This is an optimization exercise on Yosys and OpenROAD, whose aim is small area, a short achievable clock period and few clock cycles per item, not a production implementation.
Only simulation tests tie the RTL to the original design; equivalence was not proved.
Power is estimated from default activity; no workload was simulated.

===== design/flow/flow/run.sh =====
#!/bin/bash
# Layout flow: the standard flow (standard.sh) unchanged except for two
# optimisation settings. The clock, its period and the I/O constraints are
# the design's; every port still gets a buffer.
#  - the timing repair keeps a larger setup margin, so that it sizes and
#    buffers the longest paths instead of stopping once the 30 ns clock is met;
#  - the port buffers are buf_4 cells instead of the delay cells picked by
#    default.
export SETUP_SLACK_MARGIN=22.5
export BUFFER_PORTS_ARGS="-buffer_cell sky130_fd_sc_hd__buf_4"
bash standard.sh > standard.log 2>&1

===== design/flow/standard.sh =====
#!/bin/bash
# synth_recipe.tcl (not shown) runs the flow's synth.tcl, then flattens the netlist and writes it again
# the make line also repeats each setting of config.mk as NAME=value (left out here)
make -C /OpenROAD-flow-scripts/flow DESIGN_CONFIG=/design/flow/config.mk WORK_HOME=/design/flow/orfs CLKGATE_MAP_FILE= SYNTH_SCRIPT=/design/flow/synth_recipe.tcl "${@:-finish}"

===== design/flow/design.v =====
module gen_pair (
    input  wire        clk,
    input  wire        rst,           
    input  wire        load,
    input  wire [10:0] cfg_width,     
    input  wire [31:0] cfg_p0,
    input  wire [63:0] cfg_p1,
    input  wire [63:0] cfg_p2,
    output wire [1:0]  err,           
    input  wire        beat_ready,
    output wire        beat_valid,
    output wire [63:0] beat,
    output wire [31:0] beat_addr,
    output wire [31:0] beat_step
);
    localparam [2:0] LIN_UP = 3'd0, LIN_DOWN = 3'd1, COMPLEMENT = 3'd2, GRAY = 3'd3,
                     ROW_FAST = 3'd4, COL_FAST = 3'd5, GALLOP = 3'd6, BUTTERFLY = 3'd7;
    localparam [3:0] SOLID = 4'd0, CHECKER = 4'd1, ROW_STRIPE = 4'd2, COL_STRIPE = 4'd3,
                     ADDR = 4'd4, PRBS7 = 4'd5, PRBS15 = 4'd6, PRBS23 = 4'd7, PRBS31 = 4'd8;
    wire [3:0]  d_aord     = cfg_p0[6:3];
    wire [3:0]  d_dpat     = cfg_p0[10:7];
    wire [7:0]  d_ratem1   = cfg_p0[18:11];
    wire [4:0]  d_colbits  = cfg_p0[23:19];
    wire [4:0]  d_rowbits  = cfg_p0[28:24];
    wire [2:0]  d_bankbits = cfg_p0[31:29];
    wire [31:0] d_start    = cfg_p1[31:0];
    wire [30:0] d_seed     = cfg_p1[62:32];
    wire [9:0]  d_aoff     = cfg_p2[9:0];
    wire        d_aen      = cfg_p2[10];
    wire [9:0]  d_doff     = cfg_p2[20:11];
    wire [9:0]  d_dwm1     = cfg_p2[30:21];
    wire        d_den      = cfg_p2[31];
    wire [15:0] d_step     = cfg_p2[47:32];
    wire        d_inv      = cfg_p2[48];
    wire [6:0]  d_ab7 = {2'b0, d_colbits} + {2'b0, d_rowbits} + {4'b0, d_bankbits};
    wire [11:0] d_wa  = {1'b0, cfg_width} - {2'b0, d_aoff};
    wire [11:0] d_wd  = {1'b0, cfg_width} + {2'b11, ~d_doff} + {2'b11, ~d_dwm1} + 12'd1;
    wire        d_ca  = d_aen && (d_wa[11] || (d_wa[10:7] == 4'd0 && d_wa[6:0] < d_ab7));
    wire        d_cd  = d_den && d_wd[11];
    wire        d_gb  = (d_aord == {1'b0, GALLOP}) || (d_aord == {1'b0, BUTTERFLY});
    wire d_ill   = d_aord[3] || (d_dpat > 4'd8) || (d_ab7 > 7'd32) ||
                   (d_gb && (d_ab7 == 7'd0 || d_ab7 > 7'd16)) || d_ca || d_cd;
    wire d_badw  = (cfg_width == 11'd0) || (cfg_width > 11'd1024);
    wire d_unsup = (cfg_width > 11'd64);
    reg  e_ill, e_badw, e_unsup;
    assign err = {!e_ill && (e_badw || e_unsup), e_ill || (!e_badw && e_unsup)};
    wire e_ok = !e_ill && !e_badw && !e_unsup;
    reg        pend;
    reg [2:0]  w_aord;
    reg [3:0]  w_dpat;
    reg [7:0]  w_ratem1;
    reg [4:0]  w_colbits;
    reg [4:0]  w_rowbits;
    reg [2:0]  w_bankbits;
    reg [31:0] w_start;
    reg [30:0] w_seed;
    reg        w_aen;
    reg [5:0]  w_aoff;
    reg        w_den;
    reg [5:0]  w_doff;
    reg [5:0]  w_dwm1;
    reg [15:0] w_step;
    reg        w_inv;
    wire commit = pend && e_ok;
    wire w_divord = (w_aord == GALLOP) || (w_aord == BUTTERFLY);
    wire [15:0] w_abs = w_step[15] ? 16'd0 - w_step : w_step;
    wire [30:0] w_s7, w_s15, w_s23, w_s31;
    assign w_s7[6:0]   = (w_seed[6:0]  == 7'd0)  ? 7'h7f       : w_seed[6:0];
    assign w_s15[14:0] = (w_seed[14:0] == 15'd0) ? 15'h7fff    : w_seed[14:0];
    assign w_s23[22:0] = (w_seed[22:0] == 23'd0) ? 23'h7fffff  : w_seed[22:0];
    assign w_s31       = (w_seed[30:0] == 31'd0) ? 31'h7fffffff : w_seed;
    genvar g;
    generate
        for (g = 7; g < 31; g = g + 1) begin : g_s7
            assign w_s7[g] = w_s7[g - 7] ^ w_s7[g - 1];
        end
        for (g = 15; g < 31; g = g + 1) begin : g_s15
            assign w_s15[g] = w_s15[g - 15] ^ w_s15[g - 1];
        end
        for (g = 23; g < 31; g = g + 1) begin : g_s23
            assign w_s23[g] = w_s23[g - 23] ^ w_s23[g - 5];
        end
    endgenerate
    wire [30:0] w_prbs = (w_dpat == PRBS7)  ? w_s7  :
                         (w_dpat == PRBS15) ? w_s15 :
                         (w_dpat == PRBS23) ? w_s23 : w_s31;
    reg [2:0]  aord;
    reg [3:0]  dpat;
    reg [7:0]  ratem1;
    reg [4:0]  colbits;
    reg [4:0]  rowbits;
    reg [5:0]  ab;
    reg [15:0] start;     
    reg        aen;
    reg [5:0]  aoff;
    reg        den;
    reg [5:0]  doff;
    reg [5:0]  dwm1;
    reg        inv;
    reg        sp;
    reg [15:0] sj;
    reg [15:0] sh;
    reg        shs;
    reg        sneg;      
    reg [31:0] x;
    reg [15:0] gj;
    reg        p;
    reg [31:0] an;
    reg [30:0] hist;
    reg        ovalid;
    reg [63:0] obeat;
    reg [31:0] oaddr;
    reg [31:0] ostep;
    reg [7:0]  rep;
    reg        last;      
    localparam [2:0] P_RUN = 3'd0, P_PRIME1 = 3'd1, P_PRIME2 = 3'd2,
                     P_DIV = 3'd5, P_NEG = 3'd6;
    reg [2:0]  phase;
    reg [3:0]  cnt;
    assign beat_valid = ovalid && !pend;
    assign beat       = obeat;
    assign beat_addr  = oaddr;
    assign beat_step  = ostep;
    wire xfer    = ovalid && !pend && beat_ready && !load;
    wire adv_b   = (xfer && last) || (phase == P_PRIME2);    
    wire adv_a   = adv_b || (phase == P_PRIME1);             
    wire [31:0] mask  = ~({32{1'b1}} << ab);
    wire is_gal = (aord == GALLOP);
    wire is_bf  = (aord == BUTTERFLY);
    wire [15:0] M = is_gal ? mask[15:0] : is_bf ? {10'd0, ab} : 16'd1;
    wire        c0    = p & sp;
    wire [16:0] m2    = {1'b0, gj} + {1'b0, sj} + {16'd0, c0};
    wire [16:0] cs_in = (phase == P_DIV) ? {sj, sh[15]} : m2;
    wire [17:0] cs_d  = {1'b0, cs_in} - {2'b0, M};
    wire        cs_ge = !cs_d[17];
    wire [16:0] cs_out = cs_ge ? cs_d[16:0] : cs_in;
    wire [31:0] xs0     = x + {{16{shs}}, sh};
    wire [31:0] xs1     = x + {{16{shs}}, sh} + 32'd1;
    wire [31:0] x_next  = (cs_ge ? xs1 : xs0) & mask;
    wire [15:0] gj_next = cs_out[15:0];
    wire        p_next  = p ^ sp;
    wire [16:0] nt   = {1'b0, sj} + {16'd0, sp};
    wire        b1   = (nt != 17'd0);
    wire [15:0] sh_neg = ~sh + {15'd0, !b1};
    wire [16:0] sj_neg = {1'b0, M} - nt;
    wire [31:0] xm = x & mask;
    wire [5:0]  rcw   = {1'b0, rowbits} + {1'b0, colbits};
    wire [32:0] wmsk  = (33'd1 << rcw) - 33'd1;
    wire [31:0] cmask = (32'd1 << colbits) - 32'd1;
    wire [31:0] a_rf  = (xm & ~wmsk[31:0]) | ((xm >> rowbits) & cmask) |
                        ((xm << colbits) & wmsk[31:0] & ~cmask);
    wire [15:0] gi    = x[15:0];
    wire [15:0] jj    = (gj >= gi) ? gj + 16'd1 : gj;
    wire [15:0] a_gal = (start + (p ? jj : gi)) & mask[15:0];
    reg [31:0] a;
    always @(*) begin
        case (aord)
            COMPLEMENT: a = p ? (xm ^ mask) : xm;
            GRAY:       a = xm ^ (xm >> 1);
            ROW_FAST:   a = a_rf;
            GALLOP:     a = {16'd0, a_gal};
            BUTTERFLY:  a = p ? xm : (xm ^ (32'd1 << gj[4:0]));
            default:    a = xm;
        endcase
    end
    wire c0b = (colbits != 5'd0) ? lo[0] : 1'b0;
    wire r0b = (rowbits != 5'd0) ? lo[colbits] : 1'b0;
    wire [31:0] r1 = an | (an << ab);
    wire [31:0] r2 = r1 | (r1 << {ab, 1'b0});
    wire [31:0] r3 = r2 | (r2 << {ab, 2'b0});
    wire [31:0] r4 = r3 | (r3 << {ab, 3'b0});
    wire [31:0] lo  = r4 | (r4 << {ab, 4'b0});
    reg  [5:0]  s32;      
    reg  [5:0]  s32c;
    wire [31:0] rm  = {32{1'b1}} >> s32;
    wire [31:0] rhi = ((lo >> s32) & rm) | ((lo << s32c) & ~rm);
    wire [63:0] addr_bits = {rhi, lo};
    wire [94:0] ext;
    generate
        for (g = 0; g < 31; g = g + 1) begin : g_hist
            assign ext[30 - g] = hist[g];
        end
    endgenerate
    wire p7 = (dpat == PRBS7), p15 = (dpat == PRBS15), p23 = (dpat == PRBS23);
    assign ext[31] = (p7 ? ext[3] : p15 ? ext[1] : p23 ? ext[8] : ext[0]) ^
                      (p7 ? ext[7] : p15 ? ext[3] : p23 ? ext[13] : ext[3]);
    assign ext[32] = (p7 ? ext[4] : p15 ? ext[2] : p23 ? ext[9] : ext[1]) ^
                      (p7 ? ext[8] : p15 ? ext[4] : p23 ? ext[14] : ext[4]);
    assign ext[33] = (p7 ? ext[5] : p15 ? ext[3] : p23 ? ext[10] : ext[2]) ^
                      (p7 ? ext[9] : p15 ? ext[5] : p23 ? ext[15] : ext[5]);
    assign ext[34] = (p7 ? ext[6] : p15 ? ext[4] : p23 ? ext[11] : ext[3]) ^
                      (p7 ? ext[10] : p15 ? ext[6] : p23 ? ext[16] : ext[6]);
    assign ext[35] = (p7 ? ext[7] : p15 ? ext[5] : p23 ? ext[12] : ext[4]) ^
                      (p7 ? ext[11] : p15 ? ext[7] : p23 ? ext[17] : ext[7]);
    assign ext[36] = (p7 ? ext[8] : p15 ? ext[6] : p23 ? ext[13] : ext[5]) ^
                      (p7 ? ext[12] : p15 ? ext[8] : p23 ? ext[18] : ext[8]);
    assign ext[37] = (p7 ? ext[9] : p15 ? ext[7] : p23 ? ext[14] : ext[6]) ^
                      (p7 ? ext[13] : p15 ? ext[9] : p23 ? ext[19] : ext[9]);
    assign ext[38] = (p7 ? ext[10] : p15 ? ext[8] : p23 ? ext[15] : ext[7]) ^
                      (p7 ? ext[14] : p15 ? ext[10] : p23 ? ext[20] : ext[10]);
    assign ext[39] = (p7 ? ext[11] : p15 ? ext[9] : p23 ? ext[16] : ext[8]) ^
                      (p7 ? ext[15] : p15 ? ext[11] : p23 ? ext[21] : ext[11]);
    assign ext[40] = (p7 ? ext[12] : p15 ? ext[10] : p23 ? ext[17] : ext[9]) ^
                      (p7 ? ext[16] : p15 ? ext[12] : p23 ? ext[22] : ext[12]);
    assign ext[41] = (p7 ? ext[13] : p15 ? ext[11] : p23 ? ext[18] : ext[10]) ^
                      (p7 ? ext[17] : p15 ? ext[13] : p23 ? ext[23] : ext[13]);
    assign ext[42] = (p7 ? ext[14] : p15 ? ext[12] : p23 ? ext[19] : ext[11]) ^
                      (p7 ? ext[18] : p15 ? ext[14] : p23 ? ext[24] : ext[14]);
    assign ext[43] = (p7 ? ext[15] : p15 ? ext[13] : p23 ? ext[20] : ext[12]) ^
                      (p7 ? ext[19] : p15 ? ext[15] : p23 ? ext[25] : ext[15]);
    assign ext[44] = (p7 ? ext[16] : p15 ? ext[14] : p23 ? ext[21] : ext[13]) ^
                      (p7 ? ext[20] : p15 ? ext[16] : p23 ? ext[26] : ext[16]);
    assign ext[45] = (p7 ? ext[17] : p15 ? ext[15] : p23 ? ext[22] : ext[14]) ^
                      (p7 ? ext[21] : p15 ? ext[17] : p23 ? ext[27] : ext[17]);
    assign ext[46] = (p7 ? ext[18] : p15 ? ext[16] : p23 ? ext[0] : ext[15]) ^
                      (p7 ? ext[22] : p15 ? ext[18] : p23 ? ext[10] : ext[18]);
    assign ext[47] = (p7 ? ext[19] : p15 ? ext[17] : p23 ? ext[1] : ext[16]) ^
                      (p7 ? ext[23] : p15 ? ext[19] : p23 ? ext[11] : ext[19]);
    assign ext[48] = (p7 ? ext[20] : p15 ? ext[18] : p23 ? ext[2] : ext[17]) ^
                      (p7 ? ext[24] : p15 ? ext[20] : p23 ? ext[12] : ext[20]);
    assign ext[49] = (p7 ? ext[21] : p15 ? ext[19] : p23 ? ext[3] : ext[18]) ^
                      (p7 ? ext[25] : p15 ? ext[21] : p23 ? ext[13] : ext[21]);
    assign ext[50] = (p7 ? ext[22] : p15 ? ext[20] : p23 ? ext[4] : ext[19]) ^
                      (p7 ? ext[26] : p15 ? ext[22] : p23 ? ext[14] : ext[22]);
    assign ext[51] = (p7 ? ext[23] : p15 ? ext[21] : p23 ? ext[5] : ext[20]) ^
                      (p7 ? ext[27] : p15 ? ext[23] : p23 ? ext[15] : ext[23]);
    assign ext[52] = (p7 ? ext[24] : p15 ? ext[22] : p23 ? ext[6] : ext[21]) ^
                      (p7 ? ext[28] : p15 ? ext[24] : p23 ? ext[16] : ext[24]);
    assign ext[53] = (p7 ? ext[25] : p15 ? ext[23] : p23 ? ext[7] : ext[22]) ^
                      (p7 ? ext[29] : p15 ? ext[25] : p23 ? ext[17] : ext[25]);
    assign ext[54] = (p7 ? ext[26] : p15 ? ext[24] : p23 ? ext[8] : ext[23]) ^
                      (p7 ? ext[30] : p15 ? ext[26] : p23 ? ext[18] : ext[26]);
    assign ext[55] = (p7 ? ext[27] : p15 ? ext[25] : p23 ? ext[9] : ext[24]) ^
                      (p7 ? ext[31] : p15 ? ext[27] : p23 ? ext[19] : ext[27]);
    assign ext[56] = (p7 ? ext[0] : p15 ? ext[26] : p23 ? ext[10] : ext[25]) ^
                      (p7 ? ext[8] : p15 ? ext[28] : p23 ? ext[20] : ext[28]);
    assign ext[57] = (p7 ? ext[1] : p15 ? ext[27] : p23 ? ext[11] : ext[26]) ^
                      (p7 ? ext[9] : p15 ? ext[29] : p23 ? ext[21] : ext[29]);
    assign ext[58] = (p7 ? ext[2] : p15 ? ext[28] : p23 ? ext[12] : ext[27]) ^
                      (p7 ? ext[10] : p15 ? ext[30] : p23 ? ext[22] : ext[30]);
    assign ext[59] = (p7 ? ext[3] : p15 ? ext[29] : p23 ? ext[13] : ext[28]) ^
                      (p7 ? ext[11] : p15 ? ext[31] : p23 ? ext[23] : ext[31]);
    assign ext[60] = (p7 ? ext[4] : p15 ? ext[0] : p23 ? ext[14] : ext[29]) ^
                      (p7 ? ext[12] : p15 ? ext[4] : p23 ? ext[24] : ext[32]);
    assign ext[61] = (p7 ? ext[5] : p15 ? ext[1] : p23 ? ext[15] : ext[30]) ^
                      (p7 ? ext[13] : p15 ? ext[5] : p23 ? ext[25] : ext[33]);
    assign ext[62] = (p7 ? ext[6] : p15 ? ext[2] : p23 ? ext[16] : ext[0]) ^
                      (p7 ? ext[14] : p15 ? ext[6] : p23 ? ext[26] : ext[6]);
    assign ext[63] = (p7 ? ext[7] : p15 ? ext[3] : p23 ? ext[17] : ext[1]) ^
                      (p7 ? ext[15] : p15 ? ext[7] : p23 ? ext[27] : ext[7]);
    assign ext[64] = (p7 ? ext[8] : p15 ? ext[4] : p23 ? ext[18] : ext[2]) ^
                      (p7 ? ext[16] : p15 ? ext[8] : p23 ? ext[28] : ext[8]);
    assign ext[65] = (p7 ? ext[9] : p15 ? ext[5] : p23 ? ext[19] : ext[3]) ^
                      (p7 ? ext[17] : p15 ? ext[9] : p23 ? ext[29] : ext[9]);
    assign ext[66] = (p7 ? ext[10] : p15 ? ext[6] : p23 ? ext[20] : ext[4]) ^
                      (p7 ? ext[18] : p15 ? ext[10] : p23 ? ext[30] : ext[10]);
    assign ext[67] = (p7 ? ext[11] : p15 ? ext[7] : p23 ? ext[21] : ext[5]) ^
                      (p7 ? ext[19] : p15 ? ext[11] : p23 ? ext[31] : ext[11]);
    assign ext[68] = (p7 ? ext[12] : p15 ? ext[8] : p23 ? ext[22] : ext[6]) ^
                      (p7 ? ext[20] : p15 ? ext[12] : p23 ? ext[32] : ext[12]);
    assign ext[69] = (p7 ? ext[13] : p15 ? ext[9] : p23 ? ext[23] : ext[7]) ^
                      (p7 ? ext[21] : p15 ? ext[13] : p23 ? ext[33] : ext[13]);
    assign ext[70] = (p7 ? ext[14] : p15 ? ext[10] : p23 ? ext[24] : ext[8]) ^
                      (p7 ? ext[22] : p15 ? ext[14] : p23 ? ext[34] : ext[14]);
    assign ext[71] = (p7 ? ext[15] : p15 ? ext[11] : p23 ? ext[25] : ext[9]) ^
                      (p7 ? ext[23] : p15 ? ext[15] : p23 ? ext[35] : ext[15]);
    assign ext[72] = (p7 ? ext[16] : p15 ? ext[12] : p23 ? ext[26] : ext[10]) ^
                      (p7 ? ext[24] : p15 ? ext[16] : p23 ? ext[36] : ext[16]);
    assign ext[73] = (p7 ? ext[17] : p15 ? ext[13] : p23 ? ext[27] : ext[11]) ^
                      (p7 ? ext[25] : p15 ? ext[17] : p23 ? ext[37] : ext[17]);
    assign ext[74] = (p7 ? ext[18] : p15 ? ext[14] : p23 ? ext[28] : ext[12]) ^
                      (p7 ? ext[26] : p15 ? ext[18] : p23 ? ext[38] : ext[18]);
    assign ext[75] = (p7 ? ext[19] : p15 ? ext[15] : p23 ? ext[29] : ext[13]) ^
                      (p7 ? ext[27] : p15 ? ext[19] : p23 ? ext[39] : ext[19]);
    assign ext[76] = (p7 ? ext[20] : p15 ? ext[16] : p23 ? ext[30] : ext[14]) ^
                      (p7 ? ext[28] : p15 ? ext[20] : p23 ? ext[40] : ext[20]);
    assign ext[77] = (p7 ? ext[21] : p15 ? ext[17] : p23 ? ext[31] : ext[15]) ^
                      (p7 ? ext[29] : p15 ? ext[21] : p23 ? ext[41] : ext[21]);
    assign ext[78] = (p7 ? ext[22] : p15 ? ext[18] : p23 ? ext[32] : ext[16]) ^
                      (p7 ? ext[30] : p15 ? ext[22] : p23 ? ext[42] : ext[22]);
    assign ext[79] = (p7 ? ext[23] : p15 ? ext[19] : p23 ? ext[33] : ext[17]) ^
                      (p7 ? ext[31] : p15 ? ext[23] : p23 ? ext[43] : ext[23]);
    assign ext[80] = (p7 ? ext[24] : p15 ? ext[20] : p23 ? ext[34] : ext[18]) ^
                      (p7 ? ext[32] : p15 ? ext[24] : p23 ? ext[44] : ext[24]);
    assign ext[81] = (p7 ? ext[25] : p15 ? ext[21] : p23 ? ext[35] : ext[19]) ^
                      (p7 ? ext[33] : p15 ? ext[25] : p23 ? ext[45] : ext[25]);
    assign ext[82] = (p7 ? ext[26] : p15 ? ext[22] : p23 ? ext[36] : ext[20]) ^
                      (p7 ? ext[34] : p15 ? ext[26] : p23 ? ext[46] : ext[26]);
    assign ext[83] = (p7 ? ext[27] : p15 ? ext[23] : p23 ? ext[37] : ext[21]) ^
                      (p7 ? ext[35] : p15 ? ext[27] : p23 ? ext[47] : ext[27]);
    assign ext[84] = (p7 ? ext[28] : p15 ? ext[24] : p23 ? ext[38] : ext[22]) ^
                      (p7 ? ext[36] : p15 ? ext[28] : p23 ? ext[48] : ext[28]);
    assign ext[85] = (p7 ? ext[29] : p15 ? ext[25] : p23 ? ext[39] : ext[23]) ^
                      (p7 ? ext[37] : p15 ? ext[29] : p23 ? ext[49] : ext[29]);
    assign ext[86] = (p7 ? ext[30] : p15 ? ext[26] : p23 ? ext[40] : ext[24]) ^
                      (p7 ? ext[38] : p15 ? ext[30] : p23 ? ext[50] : ext[30]);
    assign ext[87] = (p7 ? ext[31] : p15 ? ext[27] : p23 ? ext[41] : ext[25]) ^
                      (p7 ? ext[39] : p15 ? ext[31] : p23 ? ext[51] : ext[31]);
    assign ext[88] = (p7 ? ext[32] : p15 ? ext[28] : p23 ? ext[42] : ext[26]) ^
                      (p7 ? ext[40] : p15 ? ext[32] : p23 ? ext[52] : ext[32]);
    assign ext[89] = (p7 ? ext[33] : p15 ? ext[29] : p23 ? ext[43] : ext[27]) ^
                      (p7 ? ext[41] : p15 ? ext[33] : p23 ? ext[53] : ext[33]);
    assign ext[90] = (p7 ? ext[34] : p15 ? ext[30] : p23 ? ext[44] : ext[28]) ^
                      (p7 ? ext[42] : p15 ? ext[34] : p23 ? ext[54] : ext[34]);
    assign ext[91] = (p7 ? ext[35] : p15 ? ext[31] : p23 ? ext[45] : ext[29]) ^
                      (p7 ? ext[43] : p15 ? ext[35] : p23 ? ext[55] : ext[35]);
    assign ext[92] = (p7 ? ext[36] : p15 ? ext[32] : p23 ? ext[0] : ext[30]) ^
                      (p7 ? ext[44] : p15 ? ext[36] : p23 ? ext[20] : ext[36]);
    assign ext[93] = (p7 ? ext[37] : p15 ? ext[33] : p23 ? ext[1] : ext[31]) ^
                      (p7 ? ext[45] : p15 ? ext[37] : p23 ? ext[21] : ext[37]);
    assign ext[94] = (p7 ? ext[38] : p15 ? ext[34] : p23 ? ext[2] : ext[32]) ^
                      (p7 ? ext[46] : p15 ? ext[38] : p23 ? ext[22] : ext[38]);
    wire [63:0] prbs_bits = ext[94:31];
    wire [61:0] hs5 = dwm1[5] ? ext[94:33] : ext[62:1];
    wire [45:0] hs4 = dwm1[4] ? hs5[61:16] : hs5[45:0];
    wire [37:0] hs3 = dwm1[3] ? hs4[45:8]  : hs4[37:0];
    wire [33:0] hs2 = dwm1[2] ? hs3[37:4]  : hs3[33:0];
    wire [31:0] hs1 = dwm1[1] ? hs2[33:2]  : hs2[31:0];
    wire [30:0] hs0 = dwm1[0] ? hs1[31:1]  : hs1[30:0];
    wire [30:0] hist_next;
    generate
        for (g = 0; g < 31; g = g + 1) begin : g_hn
            assign hist_next[g] = hs0[30 - g];
        end
    endgenerate
    reg [63:0] pattern;
    always @(*) begin
        case (dpat)
            CHECKER:    pattern = {32{2'b10}} ^ {64{r0b ^ c0b}};
            ROW_STRIPE: pattern = {64{r0b}};
            COL_STRIPE: pattern = {64{c0b}};
            ADDR:       pattern = addr_bits;
            PRBS7, PRBS15, PRBS23, PRBS31: pattern = prbs_bits;
            default:    pattern = 64'd0;
        endcase
    end
    wire [63:0] dmask   = {64{1'b1}} >> (6'd63 - dwm1);
    wire [63:0] data    = (pattern ^ {64{inv}}) & dmask & {64{den}};
    wire [31:0] ao      = lo & mask;
    wire [63:0] a_field = aen ? ({32'd0, ao} << aoff) : 64'd0;
    wire [63:0] d_field = data << doff;
    wire [63:0] beat_nx = a_field ^ d_field;
    always @(*) begin
        case (ab)
            6'd1: begin s32 = 6'd0; s32c = 6'd1; end
            6'd2: begin s32 = 6'd0; s32c = 6'd2; end
            6'd3: begin s32 = 6'd2; s32c = 6'd1; end
            6'd4: begin s32 = 6'd0; s32c = 6'd4; end
            6'd5: begin s32 = 6'd2; s32c = 6'd3; end
            6'd6: begin s32 = 6'd2; s32c = 6'd4; end
            6'd7: begin s32 = 6'd4; s32c = 6'd3; end
            6'd8: begin s32 = 6'd0; s32c = 6'd8; end
            6'd9: begin s32 = 6'd5; s32c = 6'd4; end
            6'd10: begin s32 = 6'd2; s32c = 6'd8; end
            6'd11: begin s32 = 6'd10; s32c = 6'd1; end
            6'd12: begin s32 = 6'd8; s32c = 6'd4; end
            6'd13: begin s32 = 6'd6; s32c = 6'd7; end
            6'd14: begin s32 = 6'd4; s32c = 6'd10; end
            6'd15: begin s32 = 6'd2; s32c = 6'd13; end
            6'd16: begin s32 = 6'd0; s32c = 6'd16; end
            6'd17: begin s32 = 6'd15; s32c = 6'd2; end
            6'd18: begin s32 = 6'd14; s32c = 6'd4; end
            6'd19: begin s32 = 6'd13; s32c = 6'd6; end
            6'd20: begin s32 = 6'd12; s32c = 6'd8; end
            6'd21: begin s32 = 6'd11; s32c = 6'd10; end
            6'd22: begin s32 = 6'd10; s32c = 6'd12; end
            6'd23: begin s32 = 6'd9; s32c = 6'd14; end
            6'd24: begin s32 = 6'd8; s32c = 6'd16; end
            6'd25: begin s32 = 6'd7; s32c = 6'd18; end
            6'd26: begin s32 = 6'd6; s32c = 6'd20; end
            6'd27: begin s32 = 6'd5; s32c = 6'd22; end
            6'd28: begin s32 = 6'd4; s32c = 6'd24; end
            6'd29: begin s32 = 6'd3; s32c = 6'd26; end
            6'd30: begin s32 = 6'd2; s32c = 6'd28; end
            6'd31: begin s32 = 6'd1; s32c = 6'd30; end
            6'd32: begin s32 = 6'd0; s32c = 6'd32; end
            default: begin s32 = 6'd0; s32c = 6'd0; end
        endcase
    end
    always @(posedge clk) begin
        if (load) begin
            w_aord     <= d_aord[2:0];
            w_dpat     <= d_dpat;
            w_ratem1   <= d_ratem1;
            w_colbits  <= d_colbits;
            w_rowbits  <= d_rowbits;
            w_bankbits <= d_bankbits;
            w_start    <= d_start;
            w_seed     <= d_seed;
            w_aen      <= d_aen;
            w_aoff     <= d_aoff[5:0];
            w_den      <= d_den;
            w_doff     <= d_doff[5:0];
            w_dwm1     <= d_dwm1[5:0];
            w_step     <= d_step;
            w_inv      <= d_inv;
        end
    end
    always @(posedge clk) begin
        if (load || rst) begin
            e_ill   <= d_ill && !rst;
            e_badw  <= d_badw && !rst;
            e_unsup <= d_unsup && !rst;
        end
    end
    wire clr = rst || commit;            
    wire adv_run = xfer && last;         
    always @(posedge clk) begin
        if (rst) begin
            pend    <= 1'b0;
            aord    <= LIN_UP;
            dpat    <= SOLID;
            ratem1  <= 8'd0;
            colbits <= 5'd0;
            rowbits <= 5'd0;
            ab      <= 6'd0;
            start   <= 16'd0;
            aen     <= 1'b0;
            aoff    <= 6'd0;
            den     <= 1'b0;
            doff    <= 6'd0;
            dwm1    <= 6'd0;
            inv     <= 1'b0;
            ovalid  <= 1'b0;
            phase   <= P_PRIME1;       
            cnt     <= 4'd0;
        end else if (commit) begin
            pend    <= load;
            aord    <= w_aord;
            dpat    <= w_dpat;
            ratem1  <= w_ratem1;
            colbits <= w_colbits;
            rowbits <= w_rowbits;
            ab      <= {1'b0, w_colbits} + {1'b0, w_rowbits} + {3'b0, w_bankbits};
            start   <= w_start[15:0];
            aen     <= w_aen;
            aoff    <= w_aoff;
            den     <= w_den;
            doff    <= w_doff;
            dwm1    <= w_dwm1;
            inv     <= w_inv;
            ovalid  <= 1'b0;
            cnt     <= (w_divord && w_abs[15:5] == 11'd0) ? 4'd11 : 4'd0;
            phase   <= w_divord ? P_DIV : P_PRIME1;
        end else begin
            pend <= load;
            case (phase)
                P_DIV: begin
                    cnt   <= cnt + 4'd1;
                    if (cnt == 4'd14)
                        phase <= sneg ? P_NEG : P_PRIME1;
                end
                P_NEG:    phase <= P_PRIME1;
                P_PRIME1: phase <= P_PRIME2;
                P_PRIME2: begin
                    ovalid <= 1'b1;
                    phase  <= P_RUN;
                end
                default: ;
            endcase
        end
    end
    always @(posedge clk) begin
        if (commit) begin
            sneg    <= w_step[15];
            sj      <= 16'd0;
            if (w_divord) begin
                sp  <= w_step[0];
                shs <= 1'b0;
                sh  <= (w_abs[15:5] == 11'd0) ? {w_abs[4:0], 11'd0} : w_abs;
            end else if (w_aord == COMPLEMENT) begin
                sp  <= w_step[0];
                sh  <= {w_step[15], w_step[15:1]};
                shs <= w_step[15];
            end else if (w_aord == LIN_DOWN) begin
                sp  <= 1'b0;
                sh  <= 16'd0 - w_step;
                shs <= !w_step[15] && (w_step != 16'd0);
            end else begin
                sp  <= 1'b0;
                sh  <= w_step;
                shs <= w_step[15];
            end
        end else if (phase == P_DIV) begin
            sj    <= cs_out[15:0];
            sh    <= {(cnt == 4'd14) ? 1'b0 : sh[14], sh[13:0], cs_ge};
        end else if (phase == P_NEG) begin
            sh    <= sh_neg;
            sj    <= b1 ? sj_neg[15:0] : 16'd0;
        end
    end
    always @(posedge clk) begin
        if (commit || adv_a) begin
            x  <= commit ? ((w_aord == GALLOP) ? 32'd0 : w_start) : x_next;
            gj <= commit ? 16'd0 : gj_next;
            p  <= commit ? 1'b0 : p_next;
        end
    end
    always @(posedge clk) begin
        if (adv_a)
            an <= a;
    end
    always @(posedge clk) begin
        if (commit)
            hist <= w_prbs;
        else if (adv_b)
            hist <= hist_next;
    end
    always @(posedge clk) begin
        if (adv_b) begin
            obeat <= beat_nx;
            oaddr <= ao;
        end
    end
    always @(posedge clk) begin
        if (clr || adv_run)
            ostep <= (ostep + 32'd1) & {32{!clr}};
    end
    always @(posedge clk) begin
        if (clr || xfer) begin
            rep  <= (last || clr) ? 8'd0 : rep + 8'd1;
            last <= rst ? 1'b1 : commit ? (w_ratem1 == 8'd0) :
                    last ? (ratem1 == 8'd0) : (rep + 8'd1 == ratem1);
        end
    end
endmodule

===== design/flow/config.mk =====
export PLATFORM = sky130hd
export DESIGN_NAME = gen_pair
export DESIGN_NICKNAME = gen_pair
export VERILOG_FILES = /design/flow/design.v
export SDC_FILE = /design/flow/constraint.sdc
export NUM_CORES = 4
export LEC_CHECK = 0
export ABC_AREA = 1
export CAP_MARGIN = 20
export CORE_MARGIN = 2
export CORE_UTILIZATION = 45
export PLACE_DENSITY = 0.6
export SLEW_MARGIN = 20

===== design/flow/constraint.sdc =====
create_clock -name core_clock -period 30.0 [get_ports {clk}]
set_input_delay 6.0000 -clock core_clock [delete_from_list [all_inputs] [get_ports {clk}]]
set_output_delay 6.0000 -clock core_clock [all_outputs]
set_load 0.01 [all_outputs]

==> qor.txt, run 1 <==
Vias per Instance: 6.306
worst-skew pair later-pin latency: 0.72 ns
synth unique cells: 85
Top FF cell, synth: edfxtp_1
FF-to-FF setup slack: 22.65 ns
CTS Buf Count: 60
core area: 133300 um^2
Die ar.: 137100 um^2
Worst R2R Path Depth: 46
area share of the largest cell type after synthesis: 0.1984
Slew HR: 0.1488
area grow syn2layout: 10.48%
Avg Inst Size Synth: 6.108 um^2
die height: 370.3 um
antenna violations before repair: 23
Metal-1 WL: 121.6 mm
H-tree depth: 2
largest net degree at the start of global routing: 107
area occupied by multi-input gates: 40830 um^2
DPL Wire Length: 225.5 mm
Arr. time, crit path: 9.12 ns
Leak: 30.12 nW
proportion of layout cells with a drive suffix above 1: 0.07895
final net count: 10230
hold_buf cts: 0
DR DRC count: 0
DR iter-0 viols: 12010
clock-pin slew on the worst setup and hold paths: 0.06 ns
# rows: 134
worst setup path start: cfg_p0[26]
worst reg2reg path endpoint: obeat[39]
top-count cell post-synth: nand2_1
clock root buffer: clkbuf_16
Detailed Route WL: 297.5 mm
synthesized instance count: 9886
drt wl/cell: 25.46 um
Post-synth top cells: nand2_1, nand3_1, o21ai_0
Die Width: 370.3 um
post-synthesis sequential area ratio: 0.2326
syn_nets: 10260
sequential cell area: 14060 um^2
minimum clock period after layout: 8.551 ns
Tightest Pin Transition: 1.272 ns
VDD IR max: 0.09725 mV
min-delay worst type: reg -> reg
Slew Viols, Final: 0
largest area contributor in the netlist: edfxtp_1
synth top area cells: edfxtp_1, nand2_1, nand3_1
Warnings, synthesis: 1
period utilisation layout: 0.2850
power density cells: 72.83 nW/um^2
Async S/R FF share, synth: 0
MaxCap Viol Count: 0
Buffers on Ports: 286
I/O pin count: 306
CP required: 30.57 ns
first-pass GRT wire length: 428.7 mm
status: finished clean
Yosys reg bits: 502
Hold Violations, Final: 0
GRT Total Usage: 0.4151
TritonRoute pass-1 iters: 10
number of global-route vias before repair: 65630
TritonCTS clock tree: done
CP Max Fanout: 2
met2 WL: 119.0 mm
gpl congestion: 1.092
WHS: 0.4671 ns
CTS max path bufs: 3
Post-synth EDFFs: 399
global route overflow: 0
fmax: 0.1170 GHz
CP endpoint: e_ill
Reg2Reg Launch Point: ab[1]
pre-CTS setup slack: 20.19 ns
Mapped Area: 60380 um^2
met3 wire len: 41.01 mm
Fillers: 13930
via count: 73670
Routed Antenna Nets: 0
Setup crit start kind: input port
Setup Skew: 0.07961 ns
final setup fails: 0
TNS Setup: 0 ns
uppermost layer routed: met5
initial core utilization: 0.4530
Setup CP Type: in -> reg
worst setup margin: 21.45 ns
Worst setup EP type: flip-flop
clk sinks: 502
RSZ-0062 raised after global routing: true
==> metal layers <==
metal	up-vias	GRT usage
met5	-	0
met4	18	0.1807
met1	34260	0.5686
met3	819	0.1373
li1	33760	-
met2	4815	0.5892
==> power breakdown <==
group	total (mW)	internal, mW	leakage [nW]	switching [mW]
clock network	0.759	0.435	0.966	0.323
logic	2.96	0.929	24.4	2.03
registers	1.14	0.967	4.73	0.172
==> state kept, by name, indices dropped and copies added (netlist names), 6 cells and up <==
register	cells
dwm1	6
sj	16
start	16
gj	16
w_start	32
oaddr	32
w_ratem1	8
aoff	6
x	32
s32c	6
w_step	16
w_doff	6
w_dwm1	6
doff	6
hist	31
ratem1	8
ostep	32
w_aoff	6
ab	6
an	32
obeat	64
rep	8
sh	16
w_seed	31
==> worst max-delay path, cell delays in order <==
cell and delay, ns:
buf_6 0.11, fa_1 0.51, ha_1 0.32, nand2_1 0.06, nor2_1 0.05, a211oi_2 0.19, buf_4 0.18, xor2_4 0.23
ha_4 0.25, a21oi_2 0.11, nor2_1 0.06, a2111oi_2 0.39, o2111ai_1 0.16, a21oi_1 0.13, o21ai_1 0.07, o31ai_1 0.06
nand2_1 0.11, a21oi_2 0.12
==> worst min path at each step <==
stage	slack, ns	from	cells past startpoint	end
after global placement	0.45	ovalid	2	ovalid
final	0.47	ovalid	2	ovalid
after CTS	0.47	ovalid	2	ovalid
after global routing	0.51	start[2]	2	start[2]
after floorplan	0.43	ovalid	2	ovalid
after detailed placement	0.46	ovalid	2	ovalid
==> cells in the final DEF (no fill, tap or decap), types with 16 or more instances in the layout <==
cell type | Yosys | routed
nand4_1 | 184 | 184
nor2_1 | 809 | 793
o211ai_1 | 104 | 104
nor3_1 | 137 | 132
edfxtp_1 | 399 | 399
inv_2 | 20 | 25
dfxtp_1 | 103 | 88
clkbuf_16 | 0 | 61
nand3_1 | 1506 | 1501
ha_1 | 178 | 176
o22ai_1 | 63 | 61
inv_1 | 939 | 930
o21bai_1 | 19 | 18
mux2i_1 | 61 | 61
o2111ai_1 | 16 | 16
nand2_1 | 2472 | 2464
a31oi_1 | 64 | 64
clkinv_1 | 27 | 24
a21oi_1 | 501 | 495
xor2_1 | 180 | 179
o221ai_1 | 44 | 43
buf_4 | 7 | 451
fa_1 | 25 | 24
xnor2_1 | 92 | 91
nand3b_1 | 18 | 18
o21ai_0 | 970 | 961
clkbuf_1 | 394 | 21
o21ai_1 | 15 | 20
a22oi_1 | 33 | 33
nor2_2 | 4 | 16
a211oi_1 | 22 | 21
a221oi_1 | 18 | 18
nor4_1 | 28 | 27
or2_2 | 29 | 29
o31ai_1 | 31 | 30
==> final cells by class <==
cell class | count | area share
antenna | 10 | 0.0003751
timing repair buffer | 474 | 0.05621
clock inverter | 28 | 0.005421
sequential | 502 | 0.2108
clock buffer | 86 | 0.02472
inverter | 992 | 0.05732
multi-input combinational | 7823 | 0.6120
tap | 1768 | 0.03316
==> cell families after synthesis <==
logic type | Yosys count | synth area share
AO/OA/AOI/OAI | 2025 | 0.1932
XOR/XNOR | 289 | 0.04422
adder cells (fa/ha/maj) | 203 | 0.04517
buffers and inverters | 1570 | 0.09979
flip-flops | 502 | 0.2326
multiplexers | 61 | 0.01011
AND/OR/NAND/NOR | 5236 | 0.3750
==> per-stage QoR <==
step           instance area, um^2  instances  power, mW    util
2_1_floorplan                60460       9886      3.010       -
3_3_place_gp                 63830      11520      3.867  0.4789
3_5_place_dp                 63830      11520      3.917  0.4789
4_1_cts                      66150      11650      4.711  0.4963
5_1_grt                      66680      11670      5.168  0.5003
6_report                     66710      11680      4.858  0.5005
==> repair_timing <==
item	4_1_cts	5_1_grt
cloned	6	4
setup buffers	10	18
endpoints found under the setup margin	166	104
pin swaps	17	14
gates resized for setup	50	61
Testbench counts, summed over its fixed seeds: cycles 51,038, beats 48,947.
==> inputs of run 2 (changes only) <==
--- a/design/flow/config.mk
+++ b/design/flow/config.mk
@@ -6,8 +6,8 @@
 export NUM_CORES = 4
 export LEC_CHECK = 0
 export ABC_AREA = 1
-export CAP_MARGIN = 20
+export CAP_MARGIN = 60
 export CORE_MARGIN = 2
 export CORE_UTILIZATION = 45
 export PLACE_DENSITY = 0.6
-export SLEW_MARGIN = 20
+export SLEW_MARGIN = 60
==> run 2 against run 1 <==
Wire length down 0.91%. Clock-buffer cell count down 13. Synthesized cell count unchanged. Sequential share of layout area down 0.25 points. Global-route usage down 0.34 points. Power up 1.8%. Synthesized area unchanged. Non-clock buffer count up 7. Sequential power about the same. Critical path type unchanged.
==> qor.txt, run 2 <==
status: finished clean
simple-gate share of the synthesized area: 0.3750 (unchanged)
core area: 133300 um^2 (unchanged)
Worst setup EP type: flip-flop
WP buf/inv: 2 (unchanged)
proportion of layout cells with a drive suffix above 1: 0.09140 (+0.01245)
CP required: 30.56 ns (about the same)
Hold Violations, Final: 0 (unchanged)
CP cell instances: buf_6, fa_1, ha_1, nand2_1, nor2_1, a211oi_2, buf_4, xor2_4, ha_4, a21oi_2, nor2_1, a2111oi_2, o2111ai_1, a21oi_1, o21ai_1, o31ai_1, nand2_1, a21oi_2
syn_nets: 10260 (unchanged)
Detailed Route WL: 294.7 mm (-0.91%)
internal power component: 2.398 mW (+2.8%)
power density cells: 73.16 nW/um^2 (+0.45%)
post-synthesis sequential area ratio: 0.2326 (unchanged)
Fillers: 13830 (-0.72%)
hold_buf cts: 0 (unchanged)
post-synthesis compound-gate area fraction: 0.1932 (unchanged)
register share of total power: 0.230 (-0.004)
max FFs per register: 64 (unchanged)
drt wl/cell: 25.24 um (-0.85%)
gpl congestion: 1.092 (unchanged)
commonest non-fill, non-tap cell in the layout: nand2_1
first-pass GRT wire length: 425.4 mm (-0.79%)
Setup crit start kind: input port
final setup fails: 0 (unchanged)
Post-synth EDFFs: 399 (unchanged)
Async S/R FF share, synth: 0 (unchanged)
Post-synth top cells: nand2_1, nand3_1, o21ai_0
VDD IR max: 0.1000 mV (+2.8%)
clock root buffer: clkbuf_16
synthesized instance count: 9886 (unchanged)
Final Instance Area: 67570 um^2 (+1.3%)
Slew Viols, Final: 0 (unchanged)
CP Max Fanout: 2 (unchanged)
synth top area cells: edfxtp_1, nand2_1, nand3_1
commonest non-fill, non-tap cells in the layout: nand2_1, nand3_1, inv_1, o21ai_0, nor2_1
GRT Total Usage: 0.4116 (-0.003411)
area share of the largest cell type after synthesis: 0.1984 (unchanged)
Buffers on Ports: 286 (unchanged)
area grow syn2layout: 11.91%
Largest Register: obeat
global route overflow: 0 (unchanged)
P_sw: 2.545 mW (+0.76%)
Setup Skew: 0.06978 ns (-0.009834 ns)
worst-skew pair later-pin latency: 0.71 ns (about the same)
Mapped Area: 60380 um^2 (unchanged)
DR iter-0 viols: 11070 (-7.8%)
clock-pin slew on the worst setup and hold paths: 0.06 ns (about the same)
I/O pin count: 306 (unchanged)
RSZ-0062 raised after global routing: true
die height: 370.3 um (unchanged)
synth unique cells: 85 (unchanged)
minimum clock period after layout: 8.580 ns (+0.02990 ns)
sw frac: 0.5149 (-0.005075)
Yosys reg bits: 502 (unchanged)
Synth Area in Adders: 0.04517 (unchanged)
Tightest Pin Transition: 0.7173 ns (-0.5548 ns)
TritonRoute pass-1 iters: 7 (-3)
initial core utilization: 0.4530 (unchanged)
Top FF cell, synth: edfxtp_1
CP top delay family: compound AO/OA/AOI/OAI gates
CTS max path bufs: 3 (unchanged)
number of global-route vias before repair: 65250 (-0.58%)
Arr. time, crit path: 9.14 ns (+0.02 ns)
xor/xnor share of the synthesized area: 0.04422 (unchanged)
top-count cell post-synth: nand2_1
Slew HR: 0.5200 (+0.3712)
Avg Inst Size Synth: 6.108 um^2 (unchanged)
H-tree depth: 2 (unchanged)
combinational power share: 0.610 (about the same)
clock network power share: 0.160 (+0.004)
# rows: 134 (unchanged)
Max stage delay on crit path: 0.51 ns (about the same)
WHS: 0.4739 ns (+0.006835 ns)
DR DRC count: 0 (unchanged)
TNS Setup: 0 ns (unchanged)
Die ar.: 137100 um^2 (unchanged)
final net count: 10230 (-0.029%)
CTS Buf Count: 59 (-1.7%)
Leak: 30.46 nW (+1.1%)
via count: 73290 (-0.52%)
period utilisation layout: 0.2860 (+0.0009967)
Vias per Instance: 6.277 (-0.46%)
area occupied by multi-input gates: 41270 um^2 (+1.1%)
largest net degree at the start of global routing: 106 (-0.93%)
multiplexer share of the synthesized area: 0.01011 (unchanged)
Die Width: 370.3 um (unchanged)
antenna violations before repair: 15 (-35%)
min-delay worst type: reg -> reg
largest area contributor in the netlist: edfxtp_1
Warnings, synthesis: 1 (unchanged)
MaxCap Viol Count: 0 (unchanged)
Crit-path slowest cell: fa_1
sequential cell area: 14070 um^2 (about the same)
TritonCTS clock tree: done
clk sinks: 502 (unchanged)
Setup CP Type: in -> reg
Routed Antenna Nets: 0 (unchanged)
final core utilization: 0.5070 (+0.006486)
DPL Wire Length: 227.3 mm (+0.77%)
combinational family with the most area after synthesis: simple AND/OR/NAND/NOR gates
fmax: 0.1165 GHz (-0.35%)
placed cell area: 64830 um^2 (+1.6%)
[run 2: what timing repair did]
action	4_1_cts	5_1_grt
setup buffers	1	8
resized for setup	26	49
cloned	0	1
pin swaps	13	14
setup endpoints to repair	32	96
[run 2: cell type report]
type / instances / area share
Timing Repair Buffer: 481 / 0.05973
Antenna cell: 7 / 0.0002592
Inverter: 992 / 0.05688
Sequential cell: 502 / 0.2083
Clock inverter: 39 / 0.007869
Tap cell: 1768 / 0.03274
Clock buffer: 73 / 0.02352
Multi-Input combinational cell: 7814 / 0.6107
[run 2: metrics by stage]
step	setup slack, ns	cells	power (mW)
after CTS	21.40	11650	4.771
after floorplan	21.23	9886	3.010
final	21.42	11680	4.944
after detailed placement	20.33	11540	3.961
after global routing	21.32	11670	5.257
after global placement	20.30	11520	3.867
[run 2: tightest hold or removal path, delay by kind of cell, from the launching register on]
kind                   cells  cell delay (ns)
AOI/OAI and AO/OA          1             0.06
buffers and inverters      1             0.07
DFF                        1             0.29
[run 2: cell families after synthesis]
| family | Yosys count |
|---|---|
| DFF | 502 |
| adders and majority gates | 203 |
| xor gates and xnor gates | 289 |
| and+or+nand+nor | 5236 |
| muxes | 61 |
| AOI/OAI and AO/OA | 2025 |
| buffers and inverters | 1570 |
[run 2: power groups by stage]
stage	clock network (mW)	logic (mW)	registers, mW
2_1_floorplan	0	1.94	1.07
3_3_place_gp	0	2.72	1.15
3_5_place_dp	0	2.82	1.14
4_1_cts	0.800	2.84	1.13
5_1_grt	0.826	3.29	1.14
6_report	0.791	3.01	1.14
[run 2: path summary, 6_finish.rpt]
| path | start | to | slack [ns] | cells after the start |
|---|---|---|---|---|
| worst min register to register | ovalid | ovalid | 0.47 | 2 |
| worst max-delay path | cfg_p0[26] | e_ill | 21.42 | 18 |
| worst max register to register | ab[1] | obeat[45] | 22.69 | 44 |
| worst min-delay path | ovalid | ovalid | 0.47 | 2 |
[run 2: routing by layer]
metal | part of all wire | vias up | track usage
met5 | 0.00032 | - | 0
met4 | 0.051 | 14 | 0.1770
met3 | 0.13 | 775 | 0.1294
met2 | 0.40 | 4720 | 0.5856
met1 | 0.41 | 34050 | 0.5681
li1 | - | 33730 | -
==> inputs of run 3 (changes only) <==
==> design/flow/flow/run.sh (replaced) <==
#!/bin/bash
# Layout flow: the standard flow (standard.sh) unchanged except for two
# optimisation settings. The clock, its period and the I/O constraints are
# the design's; every port still gets a buffer.
#  - the timing repair keeps a larger setup margin, so that it sizes and
#    buffers the longest paths instead of stopping once the 30 ns clock is met;
#  - the port buffers start as buf_1 cells instead of the delay cells picked
#    by default (the timing repair upsizes those on long paths).
# standard.sh writes each tool's log under orfs/logs; its own output goes to
# standard.log.
export SETUP_SLACK_MARGIN=21.6
export BUFFER_PORTS_ARGS="-buffer_cell sky130_fd_sc_hd__buf_1"
bash standard.sh > standard.log 2>&1
--- a/design/flow/config.mk
+++ b/design/flow/config.mk
@@ -6,8 +6,8 @@
 export NUM_CORES = 4
 export LEC_CHECK = 0
 export ABC_AREA = 1
-export CAP_MARGIN = 60
+export CAP_MARGIN = 20
 export CORE_MARGIN = 2
 export CORE_UTILIZATION = 45
 export PLACE_DENSITY = 0.6
-export SLEW_MARGIN = 60
+export SLEW_MARGIN = 20
==> run 3 against run 2 <==
Now fails the layout checks on max-capacitance violations, max-slew violations. Global-route usage grew 1.5 points. Worst setup slack better by 0.17 ns. Synthesized area unchanged. Die area stayed put. Via count is 0.67% higher. Clock power is 9.0% lower. Non-clock buffer count fell by 6.
==> qor.txt, run 3 <==
status: complete, but fails checks
layout check failures: max-capacitance violations, max-slew violations
power density cells: 73.13 nW/um^2 (about the same)
Leak: 28.94 nW (-5.0%)
Largest Register: obeat
GRT Total Usage: 0.4270 (+0.01539)
synthesized instance count: 9886 (unchanged)
Setup CP Type: in -> reg
CTS max path bufs: 3 (unchanged)
hold_buf cts: 0 (unchanged)
placed cell count: 11530 (-0.061%)
WHS: 0.4769 ns (+0.002985 ns)
Die ar.: 137100 um^2 (unchanged)
I/O pin count: 306 (unchanged)
area share of the largest cell type after synthesis: 0.1984 (unchanged)
VDD IR max: 0.09639 mV (-3.6%)
MaxCap Viol Count: 1 (+1)
drt wl/cell: 26.20 um (+3.8%)
DPL Wire Length: 235.1 mm (+3.4%)
simple-gate share of the synthesized area: 0.3750 (unchanged)
Slew Viols, Final: 6 (+6)
CP cell instances: buf_6, fa_1, ha_2, inv_2, fa_2, o21ai_4, xnor2_4, ha_4, nand2_2, nor2_2, a2111oi_4, o2111ai_1, a21oi_1, o21ai_1, o31ai_1, nand2_1, a21oi_1
via count: 73780 (+0.67%)
area grow syn2layout: 7.899%
Post-synth top cells: nand2_1, nand3_1, o21ai_0
combinational family with the most area after synthesis: simple AND/OR/NAND/NOR gates
Yosys reg bits: 502 (unchanged)
multiplexer share of the synthesized area: 0.01011 (unchanged)
TritonRoute pass-1 iters: 10 (+3)
proportion of layout cells with a drive suffix above 1: 0.04810 (-0.04330)
Vias per Instance: 6.323 (+0.73%)
core area: 133300 um^2 (unchanged)
final setup fails: 0 (unchanged)
CP Max Fanout: 2 (unchanged)
Fillers: 14120 (+2.1%)
Mapped Area: 60380 um^2 (unchanged)
gpl congestion: 1.101 (+0.86%)
global route overflow: 0 (unchanged)
Warnings, synthesis: 1 (unchanged)
commonest non-fill, non-tap cells in the layout: nand2_1, nand3_1, o21ai_0
TritonCTS clock tree: done
DR DRC count: 0 (unchanged)
initial core utilization: 0.4530 (unchanged)
Crit-path slowest cell: fa_1
# rows: 134 (unchanged)
synth unique cells: 85 (unchanged)
clock-pin slew on the worst setup and hold paths: 0.06 ns (about the same)
max FFs per register: 64 (unchanged)
post-synthesis sequential area ratio: 0.2326 (unchanged)
minimum clock period after layout: 8.409 ns (-0.1716 ns)
largest area contributor in the netlist: edfxtp_1
top-count cell post-synth: nand2_1
H-tree depth: 2 (unchanged)
period utilisation layout: 0.2803 (-0.005720)
Post-synth EDFFs: 399 (unchanged)
Die Width: 370.3 um (unchanged)
Detailed Route WL: 305.7 mm (+3.7%)
synth top area cells: edfxtp_1, nand2_1, nand3_1
Worst setup EP type: flip-flop
first-pass GRT wire length: 438.0 mm (+3.0%)
number of global-route vias before repair: 65500 (+0.38%)
die height: 370.3 um (unchanged)
Top FF cell, synth: edfxtp_1
post-synthesis compound-gate area fraction: 0.1932 (unchanged)
fmax: 0.1189 GHz (+2.0%)
Arr. time, crit path: 8.94 ns (-0.20 ns)
xor/xnor share of the synthesized area: 0.04422 (unchanged)
Post-Layout Cell Count: 11670 (-0.060%)
sequential cell area: 14060 um^2 (about the same)
final net count: 10230 (-0.029%)
commonest non-fill, non-tap cell in the layout: nand2_1
RSZ-0062 raised after global routing: true
area occupied by multi-input gates: 40610 um^2 (-1.6%)
Buffers on Ports: 286 (unchanged)
Setup crit start kind: input port
clock root buffer: clkbuf_16
clk sinks: 502 (unchanged)
syn_nets: 10260 (unchanged)
Max stage delay on crit path: 0.54 ns (+0.03 ns)
antenna violations before repair: 33 (+18)
Setup Skew: 0.01901 ns (-0.05077 ns)
min-delay worst type: reg -> reg
TNS Setup: 0 ns (unchanged)
Slew HR: -0.6413 (-1.161)
Synth Area in Adders: 0.04517 (unchanged)
Tightest Pin Transition: 2.443 ns (+1.726 ns)
CP required: 30.53 ns (-0.03 ns)
DR iter-0 viols: 11660 (+5.3%)
Async S/R FF share, synth: 0 (unchanged)
Avg Inst Size Synth: 6.108 um^2 (unchanged)
Hold Violations, Final: 0 (unchanged)
largest net degree at the start of global routing: 88 (-17%)
CTS Buf Count: 57 (-3.4%)
cell mode on critical path: a21oi_1
Routed Antenna Nets: 0 (unchanged)
worst-skew pair later-pin latency: 0.69 ns (-0.02 ns)
-- run 3: cell counts after synthesis --
No cell type changed its count.
-- run 3: final timing paths --
kind                            startpoint   endpoint  slack (ns)  cells past startpoint
worst max-delay path            cfg_p0[30]      e_ill       21.59                     17
worst min-delay path              start[5]   start[5]        0.48                      2
worst max register to register       ab[2]  obeat[39]       21.83                     36
worst min register to register    start[5]   start[5]        0.48                      2
-- run 3: critical path: cells and delay by family --
kind            cells  cell delay, ns
simple gates        3            0.19
compound gates      7            1.03
xor+xnor            1            0.18
fa+ha+maj           4            1.36
buf+inv             2            0.15
-- run 3: layer usage --
layer,global-route usage,up-vias,wire (um)
li1,-,33740,-
met1,0.5969,34260,126400
met2,0.6098,4989,122700
met3,0.1297,760,41720
met4,0.1661,24,14670
met5,0,-,223
-- run 3: cell families after synthesis --
kind of cell / count (synthesis)
mux: 61
simple gates: 5236
fa+ha+maj: 203
buf+inv: 1570
compound gates: 2025
xor+xnor: 289
flops: 502
-- run 3: through the flow --
step | util | setup WS, ns | total power [mW] | cell area (um^2)
global route | 0.4887 | 21.48 | 5.071 | 65140
floorplan | - | 21.22 | 3.009 | 60410
detailed placement | 0.4714 | 20.16 | 3.908 | 62830
CTS | 0.4872 | 21.56 | 4.649 | 64940
global placement | 0.4714 | 20.18 | 3.849 | 62830
finish | 0.4888 | 21.59 | 4.765 | 65150
-- run 3: layout make-up --
type                    instances  area share
clock buffers                  76     0.02437
flip-flops and latches        502      0.2158
repair buffers                475     0.03956
diodes                          5   0.0001920
multi-input cells            7819      0.6233
clock inverters                32    0.004724
inverters                     992     0.05804
well taps                    1768     0.03395
-- run 3: power breakdown --
group	leakage, nW	switching (mW)	internal [mW]
clock network	0.921	0.319	0.401
logic	23.3	2.01	0.888
registers	4.73	0.178	0.967
-- run 3: what timing repair did --
action | 4_1_cts | 5_1_grt
gates cloned | 2 | 3
hold endpoints to repair | 0 | 0
pin swaps | 22 | 11
setup buffers | 6 | 9
endpoints found under the setup margin | 65 | 69
resized for setup | 38 | 22
==> inputs of run 4 (changes only) <==
--- a/design/flow/design.v
+++ b/design/flow/design.v
@@ -33,10 +33,34 @@
     wire [15:0] d_step     = cfg_p2[47:32];
     wire        d_inv      = cfg_p2[48];
     wire [6:0]  d_ab7 = {2'b0, d_colbits} + {2'b0, d_rowbits} + {4'b0, d_bankbits};
-    wire [11:0] d_wa  = {1'b0, cfg_width} - {2'b0, d_aoff};
-    wire [11:0] d_wd  = {1'b0, cfg_width} + {2'b11, ~d_doff} + {2'b11, ~d_dwm1} + 12'd1;
-    wire        d_ca  = d_aen && (d_wa[11] || (d_wa[10:7] == 4'd0 && d_wa[6:0] < d_ab7));
-    wire        d_cd  = d_den && d_wd[11];
+    function cout12;
+        input [11:0] x, y;
+        input        ci;
+        reg   [11:0] g, p;
+        integer      i, d;
+        begin
+            g = x & y;
+            p = x | y;
+            g[0] = g[0] | (p[0] & ci);
+            for (d = 1; d < 12; d = d * 2)
+                for (i = 11; i >= d; i = i - 1) begin
+                    g[i] = g[i] | (p[i] & g[i - d]);
+                    p[i] = p[i] & p[i - d];
+                end
+            cout12 = g[11];
+        end
+    endfunction
+    function [23:0] csa;
+        input [11:0] a, b, c;
+        csa = {(a & b | a & c | b & c) << 1, a ^ b ^ c};
+    endfunction
+    wire [11:0] d_nw = ~{1'b0, cfg_width};
+    wire [23:0] d_k1 = csa({2'b0, d_aoff}, {7'b0, d_colbits}, {7'b0, d_rowbits});
+    wire [23:0] d_k2 = csa(d_k1[11:0], d_k1[23:12], {9'b0, d_bankbits});
+    wire [23:0] d_k3 = csa(d_k2[11:0], d_k2[23:12], d_nw);
+    wire        d_ca = d_aen && cout12(d_k3[11:0], d_k3[23:12], 1'b0);
+    wire [23:0] d_k4 = csa({2'b0, d_doff}, {2'b0, d_dwm1}, d_nw);
+    wire        d_cd = d_den && cout12(d_k4[11:0], d_k4[23:12], 1'b1);
     wire        d_gb  = (d_aord == {1'b0, GALLOP}) || (d_aord == {1'b0, BUTTERFLY});
     wire d_ill   = d_aord[3] || (d_dpat > 4'd8) || (d_ab7 > 7'd32) ||
                    (d_gb && (d_ab7 == 7'd0 || d_ab7 > 7'd16)) || d_ca || d_cd;
==> design/flow/flow/run.sh (replaced) <==
#!/bin/bash
# Layout flow: the standard flow (standard.sh) unchanged except for two
# optimisation settings. The clock, its period and the I/O constraints are
# the design's; every port still gets a buffer.
#  - the timing repair keeps a larger setup margin, so that it sizes and
#    buffers the longest paths instead of stopping once the 30 ns clock is met;
#  - the port buffers are buf_4 cells instead of the delay cells picked by
#    default.
export SETUP_SLACK_MARGIN=22.5
export BUFFER_PORTS_ARGS="-buffer_cell sky130_fd_sc_hd__buf_4"
bash standard.sh > standard.log 2>&1
--- a/design/flow/config.mk
+++ b/design/flow/config.mk
@@ -6,8 +6,8 @@
 export NUM_CORES = 4
 export LEC_CHECK = 0
 export ABC_AREA = 1
-export CAP_MARGIN = 20
+export CAP_MARGIN = 60
 export CORE_MARGIN = 2
 export CORE_UTILIZATION = 45
 export PLACE_DENSITY = 0.6
-export SLEW_MARGIN = 20
+export SLEW_MARGIN = 60
==> run 4 against run 3 <==
The run now finishes clean. Sequential cell count stayed put. Largest cell class unchanged. Register-to-register slack gained 0.75 ns. Wire length down 4.5%.
==> qor.txt, run 4 <==
Tightest Pin Transition: 0.7335 ns (-1.710 ns)
Top FF cell, synth: edfxtp_1
WHS: 0.4755 ns (-0.001429 ns)
post-synthesis sequential area ratio: 0.2358 (+0.003215)
Warnings, synthesis: 1 (unchanged)
Largest Register: obeat
I/O pin count: 306 (unchanged)
die height: 367.8 um (-0.68%)
largest net degree at the start of global routing: 84 (-4.5%)
Vias per Instance: 6.229 (-1.5%)
via count: 71930 (-2.5%)
drt wl/cell: 25.27 um (-3.5%)
MaxCap Viol Count: 0 (-1)
DR DRC count: 0 (unchanged)
worst-skew pair later-pin latency: 0.74 ns (+0.05 ns)
final setup fails: 0 (unchanged)
min-delay worst type: reg -> reg
global route overflow: 0 (unchanged)
area grow syn2layout: 11.59%
max FFs per register: 64 (unchanged)
Yosys reg bits: 502 (unchanged)
hold_buf cts: 0 (unchanged)
Die Width: 367.8 um (-0.68%)
number of global-route vias before repair: 64610 (-1.4%)
H-tree depth: 2 (unchanged)
initial core utilization: 0.4531 (about the same)
GRT Total Usage: 0.4118 (-0.01521)
TNS Setup: 0 ns (unchanged)
Post-synth EDFFs: 399 (unchanged)
DPL Wire Length: 224.8 mm (-4.4%)
first-pass GRT wire length: 422.1 mm (-3.6%)
pre-CTS setup slack: 21.09 ns (+0.9221 ns)
Slew Viols, Final: 0 (-6)
status: finished clean
antenna violations before repair: 27 (-18%)
TritonCTS clock tree: done
syn_nets: 10140 (-1.2%)
largest area contributor in the netlist: edfxtp_1
Slew HR: 0.5065 (+1.148)
Mapped Area: 59560 um^2 (-1.4%)
Setup crit start kind: input port
clock-pin slew on the worst setup and hold paths: 0.06 ns (about the same)
Post-synth top cells: nand2_1, nand3_1, o21ai_0
synthesized instance count: 9771 (-1.2%)
sequential cell area: 14070 um^2 (about the same)
Die ar.: 135300 um^2 (-1.3%)
clock root buffer: clkbuf_16
CTS Buf Count: 60 (+5.3%)
Fillers: 13750 (-2.6%)
CP Max Fanout: 2 (unchanged)
area share of the largest cell type after synthesis: 0.2012 (+0.002743)
commonest non-fill, non-tap cells in the layout: nand2_1, nand3_1, o21ai_0
final net count: 10110 (-1.1%)
DR iter-0 viols: 11510 (-1.3%)
top-count cell post-synth: nand2_1
power density cells: 71.77 nW/um^2 (-1.9%)
TritonRoute pass-1 iters: 14 (+4)
# rows: 133 (-0.75%)
Arr. time, crit path: 8.65 ns (-0.29 ns)
Avg Inst Size Synth: 6.096 um^2 (-0.20%)
worst setup margin: 21.88 ns (+0.2893 ns)
Routed Antenna Nets: 0 (unchanged)
commonest non-fill, non-tap cell in the layout: nand2_1
Setup CP Type: in -> reg
CP required: 30.53 ns (about the same)
Buffers on Ports: 286 (unchanged)
RSZ-0062 raised after global routing: true
period utilisation layout: 0.2706 (-0.009643)
Hold Violations, Final: 0 (unchanged)
CTS max path bufs: 3 (unchanged)
Detailed Route WL: 291.8 mm (-4.5%)
clk sinks: 502 (unchanged)
Leak: 30.15 nW (+4.2%)
core area: 131500 um^2 (-1.4%)
fmax: 0.1232 GHz (+3.6%)
VDD IR max: 0.1247 mV (+29%)
Async S/R FF share, synth: 0 (unchanged)
synth top area cells: edfxtp_1, nand2_1, nand3_1
minimum clock period after layout: 8.119 ns (-0.2893 ns)
final core utilization: 0.5056 (+0.01677)
Worst setup EP type: flip-flop
area occupied by multi-input gates: 40510 um^2 (-0.24%)
Setup Skew: 0.07491 ns (+0.05590 ns)
gpl congestion: 1.092 (-0.84%)
synth unique cells: 88 (+3.5%)
proportion of layout cells with a drive suffix above 1: 0.09582 (+0.04772)
## run 4: final timing paths
kind	start	to	slack [ns]	cells past startpoint
worst max-delay path	cfg_p2[1]	e_ill	21.88	11
worst min-delay path	start[14]	start[14]	0.48	2
worst max register to register	ab[2]	obeat[28]	22.58	43
worst min register to register	start[14]	start[14]	0.48	2
## run 4: routing by layer
metal / track usage / share of wire
met5: 0 / 0.0010
met4: 0.1895 / 0.054
met3: 0.1055 / 0.12
met2: 0.6017 / 0.41
met1: 0.5661 / 0.41
## run 4: kinds of logic (layout without fill, tap and decap cells)
| group | count (synthesis) | in the layout | share of synthesized area |
|---|---|---|---|
| DFF | 502 | 502 | 0.2358 |
| muxes | 52 | 52 | 0.008739 |
| and+or+nand+nor | 5215 | 5216 | 0.3741 |
| buffers and inverters | 1526 | 1543 | 0.09842 |
| other | 0 | 3 | 0 |
| AOI/OAI and AO/OA | 1998 | 1998 | 0.1939 |
| adders and majority gates | 196 | 196 | 0.04596 |
| xor gates and xnor gates | 282 | 282 | 0.04304 |
## run 4: metrics by stage
step | power (mW) | std cells | cell area, um^2
2_1_floorplan | 2.966 | 9771 | 59620
3_3_place_gp | 3.758 | 11390 | 62890
3_5_place_dp | 3.848 | 11410 | 63660
4_1_cts | 4.660 | 11530 | 65990
5_1_grt | 5.097 | 11540 | 66460
6_report | 4.770 | 11550 | 66460
## run 4: repair_timing
| item | 4_1_cts | 5_1_grt |
|---|---|---|
| gates cloned | 0 | 2 |
| gates resized for setup | 39 | 48 |
| pin swaps | 13 | 11 |
| setup buffers | 6 | 7 |
| setup endpoints to repair | 79 | 79 |
## run 4: report_power, final
| group | internal (mW) | switching (mW) |
|---|---|---|
| clock | 0.444 | 0.351 |
| sequential | 0.957 | 0.167 |
| combinational | 0.924 | 1.93 |
| total | 2.32 | 2.45 |
## run 4: layout make-up
cell class,instances,share of cell area
clock buffer,66,0.02340
timing repair buffer,468,0.05798
inverter,961,0.05555
sequential,502,0.2117
clock inverter,48,0.008622
antenna,3,0.0001130
tap,1755,0.03304
multi-input combinational,7744,0.6095
## run 4: worst max-delay path, stage by stage
cell,delay [ns]
buf_4,0.14
fa_2,0.53
fa_1,0.43
fa_1,0.50
a32oi_1,0.09
o21ai_1,0.15
o21a_1,0.16
o221ai_2,0.08
a311oi_1,0.28
o221ai_1,0.14
a31oi_1,0.16
Testbench counts of run 4, summed over its fixed seeds: cycles 51,038, beats 48,947.

==> what the ideal ports hide <==
The flow's constraints put no driver on any port. The routed layouts listed below were extracted and timed again, unchanged, in two steps. Step 1 sets driving cells, clkbuf_16 on the clock port and buf_2 on the other inputs (assumed; they add their load-dependent delay and slew). Step 2 moves the port delays by t, midway between the first and last clock arrival at a register: inputs arrive t later, outputs are due t later. That takes back most of the time a late clock gives input paths. a / b / c = ideal / step 1 / step 2; a / b = the first two.
run	t, ns	setup slack, ns	hold WS [ns]
run 1	0.772	21.450 / 21.504 / 20.733	0.467 / 0.467 / 0.467
run 2	0.764	21.420 / 21.471 / 20.707	0.474 / 0.474 / 0.474
run 3	0.774	21.591 / 21.649 / 20.876	0.477 / 0.477 / 0.477
run 4	0.790	21.881 / 21.918 / 21.127	0.475 / 0.475 / 0.475
The setup slack of run 4, which loses most, moves by +0.037 ns with the drivers and by -0.754 ns with both steps.
